From an optimization exercise on the open Yosys and OpenROAD flow, aimed at small area, a short achievable clock period and few clock cycles per item; shortcuts taken in it are not production practice.
At most, simulation tests tie the RTL to the original design; equivalence was not proved.

## halftone_step
module halftone_step (
    input  wire        clk,
    input  wire        rst,
    input  wire        in_valid,
    output wire        in_ready,
    input  wire        in_mode,
    input  wire [15:0] in_v,
    input  wire [15:0] in_e_line,
    input  wire [15:0] in_e_held,
    input  wire [7:0]  in_th,
    input  wire        in_missing,
    input  wire [7:0]  in_md,
    input  wire [71:0] in_lv,
    input  wire [4:0]  in_wr,
    input  wire [4:0]  in_wdl,
    input  wire [4:0]  in_wdr,
    output reg         out_valid,
    input  wire        out_ready,
    output reg  [2:0]  out_level,
    output reg         out_sat,
    output reg  [15:0] out_right,
    output reg  [15:0] out_dleft,
    output reg  [15:0] out_dright,
    output reg  [15:0] out_down
);
    function automatic [19:0] radd(input [19:0] x, input [19:0] y, input cin);
        integer k;
        reg cy;
        begin
            cy = cin;
            for (k = 0; k < 20; k = k + 1) begin
                radd[k] = x[k] ^ y[k] ^ cy;
                cy = (x[k] & y[k]) | (x[k] & cy) | (y[k] & cy);
            end
        end
    endfunction
    function automatic [19:0] bkadd(input [19:0] x, input [19:0] y, input cin);
        reg [31:0] g, p, pg, G, P;
        integer i, l;
        begin
            g = 32'd0;
            p = 32'd0;
            g[19:0] = x & y;
            p[19:0] = x ^ y;
            pg = p;
            g[0] = g[0] | (p[0] & cin);
            G = g;
            P = p;
            for (l = 1; l < 32; l = l * 2)
                for (i = 2 * l - 1; i < 32; i = i + 2 * l) begin
                    G[i] = G[i] | (P[i] & G[i - l]);
                    P[i] = P[i] & P[i - l];
                end
            for (l = 8; l >= 1; l = l / 2)
                for (i = 3 * l - 1; i < 32; i = i + 2 * l) begin
                    G[i] = G[i] | (P[i] & G[i - l]);
                    P[i] = P[i] & P[i - l];
                end
            bkadd = pg[19:0] ^ {G[18:0], cin};
        end
    endfunction
    function automatic bkcarry(input [31:0] x, input [31:0] y, input cin);
        reg [31:0] G, P;
        integer i, l;
        begin
            G = x & y;
            P = x ^ y;
            G[0] = G[0] | (P[0] & cin);
            for (l = 1; l < 32; l = l * 2)
                for (i = 2 * l - 1; i < 32; i = i + 2 * l) begin
  ...
Size in the first run: ~280 flip-flops, ~26000 µm² of cells after synthesis.
==> flow/config.mk <==
export PLATFORM = sky130hd
export DESIGN_NAME = halftone_step
export DESIGN_NICKNAME = halftone_step
export VERILOG_FILES = /design/flow/design.v
export SDC_FILE = /design/flow/constraint.sdc
export NUM_CORES = 4
export LEC_CHECK = 0
export CAP_MARGIN = 20
export CORE_MARGIN = 2
export CORE_UTILIZATION = 60
export CTS_BUF_LIST = sky130_fd_sc_hd__clkbuf_16
export CTS_CLUSTER_DIAMETER = 100
export CTS_CLUSTER_SIZE = 30
export SLEW_MARGIN = 20
==> flow/constraint.sdc <==
create_clock -name core_clock -period 85.0 [get_ports {clk}]
set_input_delay 17.0000 -clock core_clock [delete_from_list [all_inputs] [get_ports {clk}]]
set_output_delay 17.0000 -clock core_clock [all_outputs]
set_load 0.01 [all_outputs]
standard.sh (not shown) runs the stock make flow with config.mk's settings and CLKGATE_MAP_FILE= SYNTH_SCRIPT=/design/flow/synth_recipe.tcl, a recipe that flattens the netlist after the stock synthesis.
==> flow/flow/run.sh <==
#!/bin/bash
# The standard layout (standard.sh, unchanged synthesis and steps), except that the
# port buffers that global placement inserts on every input and output are buf_2 cells
# rather than the default choice. make's full output goes to standard.log here.
set -euo pipefail
export BUFFER_PORTS_ARGS="-buffer_cell sky130_fd_sc_hd__buf_2"
bash standard.sh > standard.log 2>&1
Testbench counts at the start, summed over its fixed seeds: cycles 32,024, items 32,000.
Next try:
==> flow/flow/run.sh (replaced) <==
#!/bin/bash
# The standard layout (standard.sh, unchanged synthesis and steps), except that the
# port buffers that global placement inserts on every input and output are buf_1 cells
# rather than the default choice. make's full output goes to standard.log here.
set -euo pipefail
export BUFFER_PORTS_ARGS="-buffer_cell sky130_fd_sc_hd__buf_1"
bash standard.sh > standard.log 2>&1
- ABC_AREA: default -> 1
- CAP_MARGIN: 20 -> 0
- CORE_UTILIZATION: 60 -> 70
- SLEW_MARGIN: 20 -> 0
Design area decreases by a few percent.
Global-route usage increases by 6.0 points.
Wire length increases slightly.
Non-clock buffer count decreases by 7.
Utilization increases by 9.7 points.
Cell count increases by a few percent.
Next try:
==> flow/run.sh (new file) <==
#!/bin/bash
# synth_recipe.tcl (not shown) runs the flow's synth.tcl, then flattens the netlist and writes it again
# the make line also repeats each setting of config.mk as NAME=value (left out here)
make -C /OpenROAD-flow-scripts/flow DESIGN_CONFIG=/design/flow/config.mk WORK_HOME=/design/flow/orfs CLKGATE_MAP_FILE= SYNTH_SCRIPT=/design/flow/synth_recipe.tcl finish
- CAP_MARGIN: 0 -> 20
- CORE_UTILIZATION: 70 -> 65
- SLEW_MARGIN: 0 -> 20
removed: flow/flow/run.sh
removed: flow/standard.sh
After rerunning:
- cell area is higher by 5.3%
- wire length goes up by 1.8%
- cell count went up by 1.6%
- setup slack loses 0.45 ns
- utilization goes down by 2.1 points
- register-to-register slack is worse by 0.10 ns
- count of clock-buffer cells in the layout stays the same
Next try:
==> flow/flow/run.sh (new file) <==
#!/bin/bash
# The standard layout (standard.sh, unchanged synthesis and steps), except that the
# port buffers that global placement inserts on every input and output are buf_1 cells
# rather than the default choice. make's full output goes to standard.log here.
set -euo pipefail
export BUFFER_PORTS_ARGS="-buffer_cell sky130_fd_sc_hd__buf_1"
bash standard.sh > standard.log 2>&1
==> flow/standard.sh (new file) <==
#!/bin/bash
# synth_recipe.tcl (not shown) runs the flow's synth.tcl, then flattens the netlist and writes it again
# the make line also repeats each setting of config.mk as NAME=value (left out here)
make -C /OpenROAD-flow-scripts/flow DESIGN_CONFIG=/design/flow/config.mk WORK_HOME=/design/flow/orfs CLKGATE_MAP_FILE= SYNTH_SCRIPT=/design/flow/synth_recipe.tcl "${@:-finish}"
- CORE_UTILIZATION: 65 -> 75
removed: flow/run.sh
=> The new run completed without violations. Area after synthesis is unchanged. Hold slack gains 0.014 ns. Routed wire length increases by 7.8%. Setup slack gains 0.41 ns. Non-clock buffer count is unchanged. Sequential share of layout area came out higher by 1.6 points.


run a:
halftone_step, a different RTL version from the one above (not shown whole).
For scale: about 300 flip-flops, roughly 230 I/O pins, about 29000 µm² of cells after synthesis.
Design halftone_step, start of the top module:
module halftone_step (
    input  wire        clk,
    input  wire        rst,
    input  wire        in_valid,
    output wire        in_ready,
    input  wire        in_mode,
    input  wire [15:0] in_v,
    input  wire [15:0] in_e_line,
    input  wire [15:0] in_e_held,
    input  wire [7:0]  in_th,
    input  wire        in_missing,
    input  wire [7:0]  in_md,
    input  wire [71:0] in_lv,
    input  wire [4:0]  in_wr,
    input  wire [4:0]  in_wdl,
    input  wire [4:0]  in_wdr,
    output reg         out_valid,
    input  wire        out_ready,
    output reg  [2:0]  out_level,
    output reg         out_sat,
    output reg  [15:0] out_right,
    output reg  [15:0] out_dleft,
    output reg  [15:0] out_dright,
    output reg  [15:0] out_down
);
    function automatic [19:0] radd(input [19:0] x, input [19:0] y, input cin);
        integer k;
        reg cy;
        begin
            cy = cin;
            for (k = 0; k < 20; k = k + 1) begin
                radd[k] = x[k] ^ y[k] ^ cy;
                cy = (x[k] & y[k]) | (x[k] & cy) | (y[k] & cy);
            end
        end
    endfunction
    reg        r_v;
    reg        r_mode, r_miss;
    reg [15:0] r_val, r_el, r_eh;
    reg [7:0]  r_th, r_md;
    reg [71:0] r_lv;
    reg [14:0] r_w;
    reg        m_v, k_v, o_v;
    reg        rdy;                             
    wire       r_load = !r_v || !k_v;           
    assign in_ready = rdy;
    always @(posedge clk) begin
        if (r_load) begin
            r_mode <= in_mode;
            r_miss <= in_missing;
            r_val  <= in_v;
            r_el   <= in_e_line;
            r_eh   <= in_e_held;
            r_th   <= in_th;
            r_md   <= in_md;
            r_lv   <= in_lv;
            r_w    <= {in_wdr, in_wdl, in_wr};
        end
    end
    wire [11:0] lv1 = r_lv[11:0],  lv2 = r_lv[23:12], lv3 = r_lv[35:24];
    wire [11:0] lv4 = r_lv[47:36], lv5 = r_lv[59:48], lv6 = r_lv[71:60];
    wire [15:0] em = r_mode ? r_el : 16'd0;
    wire [15:0] hm = r_mode ? r_eh : 16'd0;
    wire [18:0] u  = {3'b000, r_val} + {{3{em[15]}}, em} + {{3{hm[15]}}, hm};
    wire        neg = u[18];
    wire        big = u[17] | u[16];           
    wire [11:0] uh  = u[15:4];
    function automatic ge12(input [11:0] x, input [11:0] y);
        integer k;
        reg b;
        begin
            b = 1'b0;
  ...
Settings: LEC_CHECK=0, CAP_MARGIN=20, CORE_MARGIN=2, CORE_UTILIZATION=60, SLEW_MARGIN=20; clock period 85.0 ns.
run.sh (not shown) runs the stock make flow with config.mk's settings and CLKGATE_MAP_FILE= SYNTH_SCRIPT=/design/flow/synth_recipe.tcl, a recipe that flattens the netlist after the stock synthesis.
Stock flow here: none of the scripts above is used.
Run a reached the final stage; the timing, DRC and antenna checks on its layout passed.
For run b, these inputs were changed with respect to run a:
Settings: CTS_BUF_LIST: unset -> sky130_fd_sc_hd__clkbuf_4 sky130_fd_sc_hd__clkbuf_8.
## What came out
The total non-filler cell area in the finished layout of run a and that of run b are within noise of each other.
Per the comparison of run b with run a, worst path arrival time flat.
Compared with run a, in run b worst hold margin decreased by 0.0088 ns relative to the old numbers; non-clock buffer count in the final layout went down by about 0.36%; number of global-route vias before repair did not really move.
Of run b and run a, run a shows the higher average wire length per cell after detail routing, with run b below it.
Relative area change from synthesis to final layout in run b is 0.20 points lower than in run a
Function was not checked in any run of this note: the RTL went through the layout flow alone.


Another version of the RTL of halftone_step (not shown whole).
Size in the first run: about 2800 cells after synthesis, roughly 230 I/O pins, about 26000 um2 of cells after synthesis.
Settings: LEC_CHECK=0, ABC_AREA=1, CAP_MARGIN=20, CORE_MARGIN=2, CORE_UTILIZATION=70, CTS_BUF_LIST=sky130_fd_sc_hd__clkbuf_16, CTS_CLUSTER_DIAMETER=100, CTS_CLUSTER_SIZE=30, SLEW_MARGIN=20; clock period 85.0 ns.
standard.sh (not shown) runs the stock make flow with config.mk's settings and CLKGATE_MAP_FILE= SYNTH_SCRIPT=/design/flow/synth_recipe.tcl, a recipe that flattens the netlist after the stock synthesis.
==> flow/flow/run.sh <==
#!/bin/bash
# The standard layout (standard.sh, unchanged synthesis and steps), except that the
# port buffers that global placement inserts on every input and output are buf_1 cells
# rather than the default choice. make's full output goes to standard.log here.
set -euo pipefail
export BUFFER_PORTS_ARGS="-buffer_cell sky130_fd_sc_hd__buf_1"
bash standard.sh > standard.log 2>&1
Testbench counts at the start, summed over its fixed seeds: cycles 32,024, items 32,000.
Edit:
--- a/flow/config.mk
+++ b/flow/config.mk
@@ -9 +9 @@
-export CAP_MARGIN = 20
+export CAP_MARGIN = 0
@@ -15 +15 @@
-export SLEW_MARGIN = 20
+export SLEW_MARGIN = 0
=> Setup slack degrades by 0.41 ns; utilization stays flat.

## re-timing with driven ports
How much do the figures lean on ideal ports? The routed layouts below were timed once more, with nothing changed but the port constraints. Step 1: set_driving_cell puts a clkbuf_16 on clk and a buf_2 on each other input, an assumption about the parent block. Step 2 adds t to the input delays and takes it off the output delays; t is the mean of the earliest and latest rising clock arrival at the registers after step 1. Input paths then give back, and output paths get back, about the clock's delay inside the block. Slacks: ideal / step 1 / step 2; pairs: ideal / step 1.
run | t, ns | slack for setup (ns) | worst setup path at the end | slew at the worst register clock pin (ns) | worst slew at a driven data input, ns
the first run of note 1 | 0.595 | 66.880 / 66.819 / 66.583 | input to register | 0.12 / 0.12 | 0.05
the second run of note 1 | 0.583 | 66.890 / 66.831 / 66.420 | input to register | 0.12 / 0.12 | 0.05
the third run of note 1 | 0.578 | 66.438 / 66.380 / 66.114 | input to register | 0.11 / 0.11 | 0.06
the fourth run of note 1 | 0.583 | 66.843 / 66.788 / 66.539 | input to register | 0.11 / 0.11 | 0.05
run a | 0.613 | 66.289 / 66.323 / 65.710 | input to register | 0.07 / 0.07 | 0.06
run b | 0.693 | 66.349 / 66.379 / 65.686 | input to register | 0.08 / 0.08 | 0.06
the first run of note 3 | 0.583 | 66.893 / 66.839 / 66.479 | input to register | 0.11 / 0.11 | 0.05
the second run of note 3 | 0.583 | 66.486 / 66.506 / 65.923 | input to register | 0.11 / 0.11 | 0.05
After both steps every run listed still meets setup and hold. For run b, which loses most, drivers alone change the setup slack by +0.030 ns; drivers and shift together by -0.663 ns.
